From an optimization exercise on the open Yosys and OpenROAD flow, aimed at small area; shortcuts taken in it are not production practice. RTL that was checked went through simulation tests only; none was proved equivalent to the original.

==> run a <==
==> flow/design.v (excerpt) <==
module chervil_mixer (
    input  wire        clk,
    input  wire        rst,
    input  wire        tick,
    input  wire        wr_en,
    input  wire        rd_en,
    input  wire [6:0]  addr,
    input  wire [31:0] wr_data,
    output wire        ready,
    output reg  [31:0] rd_data,
    output reg         out_valid,
    output wire [15:0] out_sample
);
    localparam [2:0] P_IDLE = 3'd0;
    integer s, p;
    reg [2:0]      rot;
    reg [8*24-1:0] inc_r;
    reg [8*4-1:0]  duty_r;
    reg [7:0]      short_r;
    reg [8*2-1:0]  kind_r;
    reg [8*16-1:0] amp_r;
    reg [8*32-1:0] env_r;
    reg [7:0]      ren_r;
    reg [8*8-1:0]  rgain_r;
    reg [8*2-1:0]  key_r;        
    reg [7:0]      ended_r;
    reg [7:0]      flag_r;       
    reg [8*24-1:0] acc_r;
    reg [8*15-1:0] lfsr_r;
    reg [8*16-1:0] level_r;
    reg [8*3-1:0]  phase_r;
    reg [7:0]  mix_gain;
    reg [15:0] peak;
    reg [15:0] clips;
    reg        busy;
    reg [2:0]  k;
    reg [3:0]  w;
    wire proc  = busy & ~w[3];
    wire k0    = proc & (k == 3'd0);
    wire k4    = proc & (k == 3'd4);
    wire k6    = proc & (k == 3'd6);
  ...
Settings: LEC_CHECK=0, ABC_AREA=1, CAP_MARGIN=20, CORE_MARGIN=2, CORE_UTILIZATION=40, SLEW_MARGIN=20, SYNTH_MEMORY_MAX_BITS=16384; clock period 50.0 ns.
run.sh (not shown) runs the stock make flow with config.mk's settings and CLKGATE_MAP_FILE= SYNTH_SCRIPT=/design/flow/synth_recipe.tcl, a recipe that flattens the netlist after the stock synthesis.
==> run b (differences from run a) <==
Settings changed: CORE_UTILIZATION 40 to 60, CTS_BUF_LIST from default to sky130_fd_sc_hd__clkbuf_8.
==> impl_metrics.csv <==
group,metric,value,unit
status,status,"finished clean",
setup_path,reg2reg_depth,57,
route,drt_wl_total,229000,µm
clock_network,cts_buffers,199,
final_layout,clk_share,6.29,%
die,start_util,60.5,%
grt,grt_pass1_vias,52600,
final_layout,antennaDiodeCount,5,
timing,timing.final.crit_share,33.4,%
clock_network,clkSlewWorstSetupHoldPaths,0.07,ns
timing,worstMarginPinSlew,1.19,ns
route,wl_met2,92000,µm
route,wl_met3,32300,µm
That was run b.
==> impl_metrics.csv <==
group,metric,value,unit
route,top_layer,"met5",
status,status,"finished clean",
timing,fmax,61.8,MHz
die,start_util,40.4,%
route,wl_met3,27200,µm
final_layout,clk_share,6.63,%
timing,timing.final.crit_share,32.4,%
route,wl_met2,99900,µm
final_layout,antennaDiodeCount,7,
clock_network,cts_buffers,139,
setup_path,reg2reg_depth,54,
clock_network,clkSlewWorstSetupHoldPaths,0.06,ns
timing,worstMarginPinSlew,1.27,ns
That was run a.
No run of this note included a check of the RTL's function; only the layout flow was run.

==> wip/yarrow <==
Another version of the RTL of chervil_mixer (not shown whole).
==> module chervil_mul, before the edit <==
module chervil_mul (
    input  wire [18:0] a,
    input  wire [7:0]  d,
    input  wire [18:0] t,
    output wire [18:0] res
);
    wire [27:0] s [0:8];
    assign s[0] = {9'd0, ~t[18], t[17:0]};
    genvar j, i;
    generate
        for (j = 0; j < 8; j = j + 1) begin : g_row
            wire [18:0] pp = {~(a[18] & d[j]), a[17:0] & {18{d[j]}}};
            wire [19:0] c;
            assign c[0] = 1'b0;
            for (i = 0; i < 19; i = i + 1) begin : g_bit
                wire x = s[j][i+j];
                assign s[j+1][i+j] = x ^ pp[i] ^ c[i];
                assign c[i+1] = (x & pp[i]) | (c[i] & (x ^ pp[i]));
            end
            if (j > 0) begin : g_low
                assign s[j+1][j-1:0] = s[j][j-1:0];
            end
            wire [9:0] hc;
            assign hc[0] = c[19];
            for (i = 19 + j; i < 28; i = i + 1) begin : g_inc
                assign s[j+1][i] = s[j][i] ^ hc[i-19-j];
                assign hc[i-19-j+1] = s[j][i] & hc[i-19-j];
            end
        end
    endgenerate
    assign res = {~s[8][26], s[8][25:8]};
endmodule
==> flow/config.mk <==
export PLATFORM = sky130hd
export DESIGN_NAME = chervil_mixer
export DESIGN_NICKNAME = chervil_mixer
export VERILOG_FILES = /design/flow/design.v
export SDC_FILE = /design/flow/constraint.sdc
export NUM_CORES = 8
export LEC_CHECK = 0
export ABC_AREA = 1
export CAP_MARGIN = 20
export CORE_MARGIN = 2
export CORE_UTILIZATION = 65
export CTS_CLUSTER_DIAMETER = 80
export CTS_CLUSTER_SIZE = 25
export SLEW_MARGIN = 20
export SYNTH_MEMORY_MAX_BITS = 16384
==> flow/constraint.sdc <==
create_clock -name core_clock -period 50.0 [get_ports {clk}]
set_input_delay 10.0000 -clock core_clock [delete_from_list [all_inputs] [get_ports {clk}]]
set_output_delay 10.0000 -clock core_clock [all_outputs]
set_load 0.01 [all_outputs]
standard.sh (not shown) runs the stock make flow with config.mk's settings and CLKGATE_MAP_FILE= SYNTH_SCRIPT=/design/flow/synth_recipe.tcl, a recipe that flattens the netlist after the stock synthesis.
==> flow/flow/run.sh <==
#!/bin/bash
# Standard ORFS layout (the standard.sh) with these changes:
#  - synthesis maps the design's chervil_oai22 gate onto the o22ai cell
#    (cellmap.tcl/cellmap.v, run as ORFS's SYNTH_CANONICALIZE_TCL hook);
#  - an area-oriented ABC script replaces ORFS's abc_area.script
#    (flow/abc_area.script; flip-flops are mapped before ABC and untouched);
#  - clock tree synthesis without dummy loads;
#  - the port buffers that global placement inserts use buf_1.
# make's full output goes to run_make.log; ORFS writes each step's log
# under orfs/logs.
set -euo pipefail
W=$PWD
mkdir -p "$W/scripts_abc"
cp -r "$FLOW_HOME/scripts/." "$W/scripts_abc/"
cp "$W/flow/abc_area.script" "$W/scripts_abc/abc_area.script"
CTS="-sink_clustering_enable -repair_clock_nets -sink_clustering_size 25 -sink_clustering_max_diameter 80 -dont_use_dummy_load"
bash "$W/standard.sh" SCRIPTS_DIR="$W/scripts_abc" CTS_ARGS="$CTS" \
    SYNTH_CANONICALIZE_TCL="$W/flow/cellmap.tcl" \
    BUFFER_PORTS_ARGS="-buffer_cell sky130_fd_sc_hd__buf_1" finish > "$W/run_make.log" 2>&1
==> flow/flow/abc_area.script <==
strash
ifraig
&get -n
&st
&dch
&nf -a -R 20
&put
==> flow/flow/cellmap.tcl <==
# Sourced by ORFS's synthesis canonicalize step (SYNTH_CANONICALIZE_TCL):
# replace chervil_oai22 by its cell-level version in cellmap.v.
read_verilog -overwrite [file join [file dirname $::env(SYNTH_CANONICALIZE_TCL)] cellmap.v]
hierarchy -check -top $::env(DESIGN_NAME)
==> flow/flow/cellmap.v <==
// Maps the design's chervil_oai22 gate onto the library's o22ai cell, so
// that the ring's slot-to-slot write gate is one cell per bit.
module chervil_oai22 (
    input  wire a1, a2, b1, b2,
    output wire y
);
    sky130_fd_sc_hd__o22ai_1 u_cell (.A1(a1), .A2(a2), .B1(b1), .B2(b2), .Y(y));
endmodule
==> wip/xenon (differences from wip/yarrow) <==
--- a/flow/design.v
+++ b/flow/design.v
@@ -617,31 +617,37 @@
     input  wire [18:0] t,
     output wire [18:0] res
 );
-    wire [27:0] s [0:8];
-    assign s[0] = {9'd0, ~t[18], t[17:0]};
+    wire [27:0] sn [0:8];
+    assign sn[0] = {9'h1FF, t[18], ~t[17:0]};
     genvar j, i;
     generate
         for (j = 0; j < 8; j = j + 1) begin : g_row
-            wire [18:0] pp = {~(a[18] & d[j]), a[17:0] & {18{d[j]}}};
-            wire [19:0] c;
-            assign c[0] = 1'b0;
-            for (i = 0; i < 19; i = i + 1) begin : g_bit
-                wire x = s[j][i+j];
-                assign s[j+1][i+j] = x ^ pp[i] ^ c[i];
-                assign c[i+1] = (x & pp[i]) | (c[i] & (x ^ pp[i]));
+            wire [18:0] ppn = {a[18] & d[j], ~(a[17:0] & {18{d[j]}})};
+            wire [19:0] cn;
+            assign sn[j+1][j] = ~(sn[j][j] ^ ppn[0]);
+            assign cn[1] = sn[j][j] | ppn[0];
+            for (i = 1; i < 19; i = i + 1) begin : g_bit
+                chervil_fa u_fa (.a(sn[j][i+j]), .b(ppn[i]), .ci(cn[i]), .s(sn[j+1][i+j]), .co(cn[i+1]));
             end
+            assign sn[j+1][j+19] = cn[19];
             if (j > 0) begin : g_low
-                assign s[j+1][j-1:0] = s[j][j-1:0];
+                assign sn[j+1][j-1:0] = sn[j][j-1:0];
             end
-            wire [9:0] hc;
-            assign hc[0] = c[19];
-            for (i = 19 + j; i < 28; i = i + 1) begin : g_inc
-                assign s[j+1][i] = s[j][i] ^ hc[i-19-j];
-                assign hc[i-19-j+1] = s[j][i] & hc[i-19-j];
+            if (j < 7) begin : g_high
+                assign sn[j+1][27:j+20] = sn[j][27:j+20];
+            end else begin : g_top
+                assign sn[j+1][27] = 1'b1;
             end
         end
     endgenerate
-    assign res = {~s[8][26], s[8][25:8]};
+    assign res = {sn[8][26], ~sn[8][25:8]};
+endmodule
+module chervil_fa (
+    input  wire a, b, ci,
+    output wire s, co
+);
+    assign s  = a ^ b ^ ci;
+    assign co = (a & b) | (ci & (a ^ b));
 endmodule
 module chervil_oai22v #(parameter integer W = 1) (
     input  wire [W-1:0] a1, a2, b1, b2,
==> flow/flow/run.sh (replaced) <==
#!/bin/bash
# Standard ORFS layout (the standard.sh) with these changes:
#  - synthesis maps the design's chervil_oai22 gate onto the o22ai cell
#    (cellmap.tcl/cellmap.v, run as ORFS's SYNTH_CANONICALIZE_TCL hook);
#  - an area-oriented ABC script replaces ORFS's abc_area.script
#    (flow/abc_area.script; flip-flops are mapped before ABC and untouched);
#  - clock tree synthesis without dummy loads;
#  - the port buffers that global placement inserts use buf_1;
#  - clock buffers are clkbuf_8 with sinks clustered 15 at a time.
# make's full output goes to run_make.log; ORFS writes each step's log
# under orfs/logs.
set -euo pipefail
W=$PWD
mkdir -p "$W/scripts_abc"
cp -r "$FLOW_HOME/scripts/." "$W/scripts_abc/"
cp "$W/flow/abc_area.script" "$W/scripts_abc/abc_area.script"
CTS="-sink_clustering_enable -repair_clock_nets -sink_clustering_size 15 -sink_clustering_max_diameter 60 -buf_list sky130_fd_sc_hd__clkbuf_8 -dont_use_dummy_load"
bash "$W/standard.sh" SCRIPTS_DIR="$W/scripts_abc" CTS_ARGS="$CTS" \
    SYNTH_CANONICALIZE_TCL="$W/flow/cellmap.tcl" \
    BUFFER_PORTS_ARGS="-buffer_cell sky130_fd_sc_hd__buf_1" finish > "$W/run_make.log" 2>&1
==> flow/flow/abc_area.script (replaced) <==
strash
ifraig
&get -n
&st
&deepsyn -T 120
&dch
&nf -a -R 20
&put
--- a/flow/flow/cellmap.v
+++ b/flow/flow/cellmap.v
@@ -6,3 +6,11 @@
 );
     sky130_fd_sc_hd__o22ai_1 u_cell (.A1(a1), .A2(a2), .B1(b1), .B2(b2), .Y(y));
 endmodule
+
+// The multiplier's full adder onto the library's full-adder cell.
+module chervil_fa (
+    input  wire a, b, ci,
+    output wire s, co
+);
+    sky130_fd_sc_hd__fa_1 u_cell (.A(a), .B(b), .CIN(ci), .SUM(s), .COUT(co));
+endmodule
==> wip/umber (differences from wip/yarrow) <==
--- a/flow/design.v
+++ b/flow/design.v
@@ -617,31 +617,37 @@
     input  wire [18:0] t,
     output wire [18:0] res
 );
-    wire [27:0] s [0:8];
-    assign s[0] = {9'd0, ~t[18], t[17:0]};
+    wire [27:0] sn [0:8];
+    assign sn[0] = {9'h1FF, t[18], ~t[17:0]};
     genvar j, i;
     generate
         for (j = 0; j < 8; j = j + 1) begin : g_row
-            wire [18:0] pp = {~(a[18] & d[j]), a[17:0] & {18{d[j]}}};
-            wire [19:0] c;
-            assign c[0] = 1'b0;
-            for (i = 0; i < 19; i = i + 1) begin : g_bit
-                wire x = s[j][i+j];
-                assign s[j+1][i+j] = x ^ pp[i] ^ c[i];
-                assign c[i+1] = (x & pp[i]) | (c[i] & (x ^ pp[i]));
+            wire [18:0] ppn = {a[18] & d[j], ~(a[17:0] & {18{d[j]}})};
+            wire [19:0] cn;
+            assign sn[j+1][j] = ~(sn[j][j] ^ ppn[0]);
+            assign cn[1] = sn[j][j] | ppn[0];
+            for (i = 1; i < 19; i = i + 1) begin : g_bit
+                chervil_fa u_fa (.a(sn[j][i+j]), .b(ppn[i]), .ci(cn[i]), .s(sn[j+1][i+j]), .co(cn[i+1]));
             end
+            assign sn[j+1][j+19] = cn[19];
             if (j > 0) begin : g_low
-                assign s[j+1][j-1:0] = s[j][j-1:0];
+                assign sn[j+1][j-1:0] = sn[j][j-1:0];
             end
-            wire [9:0] hc;
-            assign hc[0] = c[19];
-            for (i = 19 + j; i < 28; i = i + 1) begin : g_inc
-                assign s[j+1][i] = s[j][i] ^ hc[i-19-j];
-                assign hc[i-19-j+1] = s[j][i] & hc[i-19-j];
+            if (j < 7) begin : g_high
+                assign sn[j+1][27:j+20] = sn[j][27:j+20];
+            end else begin : g_top
+                assign sn[j+1][27] = 1'b1;
             end
         end
     endgenerate
-    assign res = {~s[8][26], s[8][25:8]};
+    assign res = {sn[8][26], ~sn[8][25:8]};
+endmodule
+module chervil_fa (
+    input  wire a, b, ci,
+    output wire s, co
+);
+    assign s  = a ^ b ^ ci;
+    assign co = (a & b) | (ci & (a ^ b));
 endmodule
 module chervil_oai22v #(parameter integer W = 1) (
     input  wire [W-1:0] a1, a2, b1, b2,
--- a/flow/flow/cellmap.v
+++ b/flow/flow/cellmap.v
@@ -6,3 +6,11 @@
 );
     sky130_fd_sc_hd__o22ai_1 u_cell (.A1(a1), .A2(a2), .B1(b1), .B2(b2), .Y(y));
 endmodule
+
+// The multiplier's full adder onto the library's full-adder cell.
+module chervil_fa (
+    input  wire a, b, ci,
+    output wire s, co
+);
+    sky130_fd_sc_hd__fa_1 u_cell (.A(a), .B(b), .CIN(ci), .SUM(s), .COUT(co));
+endmodule
==> wip/zinc (differences from wip/yarrow) <==
--- a/flow/design.v
+++ b/flow/design.v
@@ -617,31 +617,37 @@
     input  wire [18:0] t,
     output wire [18:0] res
 );
-    wire [27:0] s [0:8];
-    assign s[0] = {9'd0, ~t[18], t[17:0]};
+    wire [27:0] sn [0:8];
+    assign sn[0] = {9'h1FF, t[18], ~t[17:0]};
     genvar j, i;
     generate
         for (j = 0; j < 8; j = j + 1) begin : g_row
-            wire [18:0] pp = {~(a[18] & d[j]), a[17:0] & {18{d[j]}}};
-            wire [19:0] c;
-            assign c[0] = 1'b0;
-            for (i = 0; i < 19; i = i + 1) begin : g_bit
-                wire x = s[j][i+j];
-                assign s[j+1][i+j] = x ^ pp[i] ^ c[i];
-                assign c[i+1] = (x & pp[i]) | (c[i] & (x ^ pp[i]));
+            wire [18:0] ppn = {a[18] & d[j], ~(a[17:0] & {18{d[j]}})};
+            wire [19:0] cn;
+            assign sn[j+1][j] = ~(sn[j][j] ^ ppn[0]);
+            assign cn[1] = sn[j][j] | ppn[0];
+            for (i = 1; i < 19; i = i + 1) begin : g_bit
+                chervil_fa u_fa (.a(sn[j][i+j]), .b(ppn[i]), .ci(cn[i]), .s(sn[j+1][i+j]), .co(cn[i+1]));
             end
+            assign sn[j+1][j+19] = cn[19];
             if (j > 0) begin : g_low
-                assign s[j+1][j-1:0] = s[j][j-1:0];
+                assign sn[j+1][j-1:0] = sn[j][j-1:0];
             end
-            wire [9:0] hc;
-            assign hc[0] = c[19];
-            for (i = 19 + j; i < 28; i = i + 1) begin : g_inc
-                assign s[j+1][i] = s[j][i] ^ hc[i-19-j];
-                assign hc[i-19-j+1] = s[j][i] & hc[i-19-j];
+            if (j < 7) begin : g_high
+                assign sn[j+1][27:j+20] = sn[j][27:j+20];
+            end else begin : g_top
+                assign sn[j+1][27] = 1'b1;
             end
         end
     endgenerate
-    assign res = {~s[8][26], s[8][25:8]};
+    assign res = {sn[8][26], ~sn[8][25:8]};
+endmodule
+module chervil_fa (
+    input  wire a, b, ci,
+    output wire s, co
+);
+    assign s  = a ^ b ^ ci;
+    assign co = (a & b) | (ci & (a ^ b));
 endmodule
 module chervil_oai22v #(parameter integer W = 1) (
     input  wire [W-1:0] a1, a2, b1, b2,
==> flow/flow/run.sh (replaced) <==
#!/bin/bash
# Standard ORFS layout (the standard.sh) with these changes:
#  - synthesis maps the design's chervil_oai22 gate onto the o22ai cell
#    (cellmap.tcl/cellmap.v, run as ORFS's SYNTH_CANONICALIZE_TCL hook);
#  - an area-oriented ABC script replaces ORFS's abc_area.script
#    (flow/abc_area.script; flip-flops are mapped before ABC and untouched);
#  - clock tree synthesis without dummy loads;
#  - the port buffers that global placement inserts use buf_1;
#  - clock buffers are clkbuf_8 with sinks clustered 15 at a time.
# make's full output goes to run_make.log; ORFS writes each step's log
# under orfs/logs.
set -euo pipefail
W=$PWD
mkdir -p "$W/scripts_abc"
cp -r "$FLOW_HOME/scripts/." "$W/scripts_abc/"
cp "$W/flow/abc_area.script" "$W/scripts_abc/abc_area.script"
CTS="-sink_clustering_enable -repair_clock_nets -sink_clustering_size 7 -sink_clustering_max_diameter 40 -buf_list sky130_fd_sc_hd__clkbuf_4 -dont_use_dummy_load"
bash "$W/standard.sh" SCRIPTS_DIR="$W/scripts_abc" CTS_ARGS="$CTS" \
    SYNTH_CANONICALIZE_TCL="$W/flow/cellmap.tcl" \
    BUFFER_PORTS_ARGS="-buffer_cell sky130_fd_sc_hd__buf_1" finish > "$W/run_make.log" 2>&1
==> flow/flow/abc_area.script (replaced) <==
strash
ifraig
&get -n
&st
&deepsyn -T 120
&dch
&nf -a -R 20
&put
--- a/flow/flow/cellmap.v
+++ b/flow/flow/cellmap.v
@@ -6,3 +6,11 @@
 );
     sky130_fd_sc_hd__o22ai_1 u_cell (.A1(a1), .A2(a2), .B1(b1), .B2(b2), .Y(y));
 endmodule
+
+// The multiplier's full adder onto the library's full-adder cell.
+module chervil_fa (
+    input  wire a, b, ci,
+    output wire s, co
+);
+    sky130_fd_sc_hd__fa_1 u_cell (.A(a), .B(b), .CIN(ci), .SUM(s), .COUT(co));
+endmodule
==> results.yml <==
outcome:
  status: "finished clean"
critical_path:
  cp.arrival_ns: 21.25
  r2r_cells: 58
  slowest_delay_ns: 0.63
global_route:
  grt_pass1_wl_mm: 270
  use_met1_pct: 57.3
  antenna_found_initial: 19
die:
  dieArea_mm2: 0.0794
layout:
  final_nets: 5373
  sh_seq_area_pct: 49.3
routing:
  dr_total_vias: 45200
  drt-met1-wl_mm: 65.5
clocking:
  clock_tree.htree_level_count: 2
logic_synthesis:
  synth_cell_type_count: 60
  synth-compound-area-share_pct: 22.1
place:
  dp_cells: 5996
The numbers above come from wip/yarrow.

==> results.yml <==
outcome:
  status: "finished clean"
routing:
  dr_total_vias: 45100
critical_path:
  r2r_cells: 57
  slowest_delay_ns: 0.72
  cp.arrival_ns: 21.58
place:
  dp_cells: 5961
global_route:
  use_met1_pct: 57.8
  grt_pass1_wl_mm: 272
  antenna_found_initial: 12
die:
  dieArea_mm2: 0.0791
logic_synthesis:
  synth-compound-area-share_pct: 22.5
clocking:
  clock_tree.htree_level_count: 2
The numbers above come from wip/umber.

==> results.yml <==
layout:
  sh_seq_area_pct: 50.1
  final_nets: 5231
global_route:
  use_met1_pct: 61.1
  grt_pass1_wl_mm: 288
die:
  dieArea_mm2: 0.0782
  core_area_mm2: 0.0756
outcome:
  status: "finished clean"
timing:
  min_period_over_period_pct: 41.3
logic_synthesis:
  synth-compound-area-share_pct: 22.8
  synth_cell_type_count: 63
min_path:
  hp-class: "reg -> reg"
critical_path:
  r2r_cells: 56
  cp.arrival_ns: 21.20
routing:
  drt-met1-wl_mm: 68.4
  dr_total_vias: 45900
clocking:
  clock_tree.htree_level_count: 3
place:
  dp_cells: 5756
The numbers above come from wip/xenon.

==> results.yml <==
critical_path:
  slowest_delay_ns: 0.80
  cp.arrival_ns: 21.44
  r2r_cells: 56
layout:
  final_nets: 5341
  sh_seq_area_pct: 49.9
die:
  dieArea_mm2: 0.0782
routing:
  drt-met1-wl_mm: 68.4
place:
  dp_cells: 5756
outcome:
  status: "finished clean"
clocking:
  clock_tree.htree_level_count: 4
global_route:
  grt_pass1_wl_mm: 291
The numbers above come from wip/zinc.

For wip/yarrow, only the layout was checked, not whether the RTL still works.

[afterwards: timing with drivers on the ports]
The results above use ideal ports. As a check the final layouts listed here were re-extracted and re-timed, cells and wires unchanged. Step 1 (the two cells are an assumption about what drives the block):
set clk [get_ports {clk}]
set_driving_cell -lib_cell sky130_fd_sc_hd__clkbuf_16 $clk
set_driving_cell -lib_cell sky130_fd_sc_hd__buf_2 [delete_from_list [all_inputs] $clk]
Step 2 times the ports against the registers' clock, not the clock port: input delays grow and output delays shrink by t, the midpoint of the rising clock arrivals with the driver on. a / b / c = ideal ports / drivers / drivers and shift; a / b = the first two.
run | t (ns) | setup slack, ns | worst register clock-pin slew, ns
run a | 0.829 | 33.823 / 33.747 / 34.576 | 0.07 / 0.07
run b | 0.979 | 33.285 / 33.217 / 34.196 | 0.08 / 0.08
wip/yarrow | 0.726 | 29.133 / 29.133 / 29.133 | 0.11 / 0.11
wip/xenon | 0.843 | 29.369 / 29.369 / 29.369 | 0.10 / 0.10
wip/umber | 0.727 | 28.731 / 28.731 / 28.731 | 0.11 / 0.11
wip/zinc | 1.155 | 29.420 / 29.420 / 29.420 | 0.09 / 0.09
After both steps every run listed still meets setup and hold.
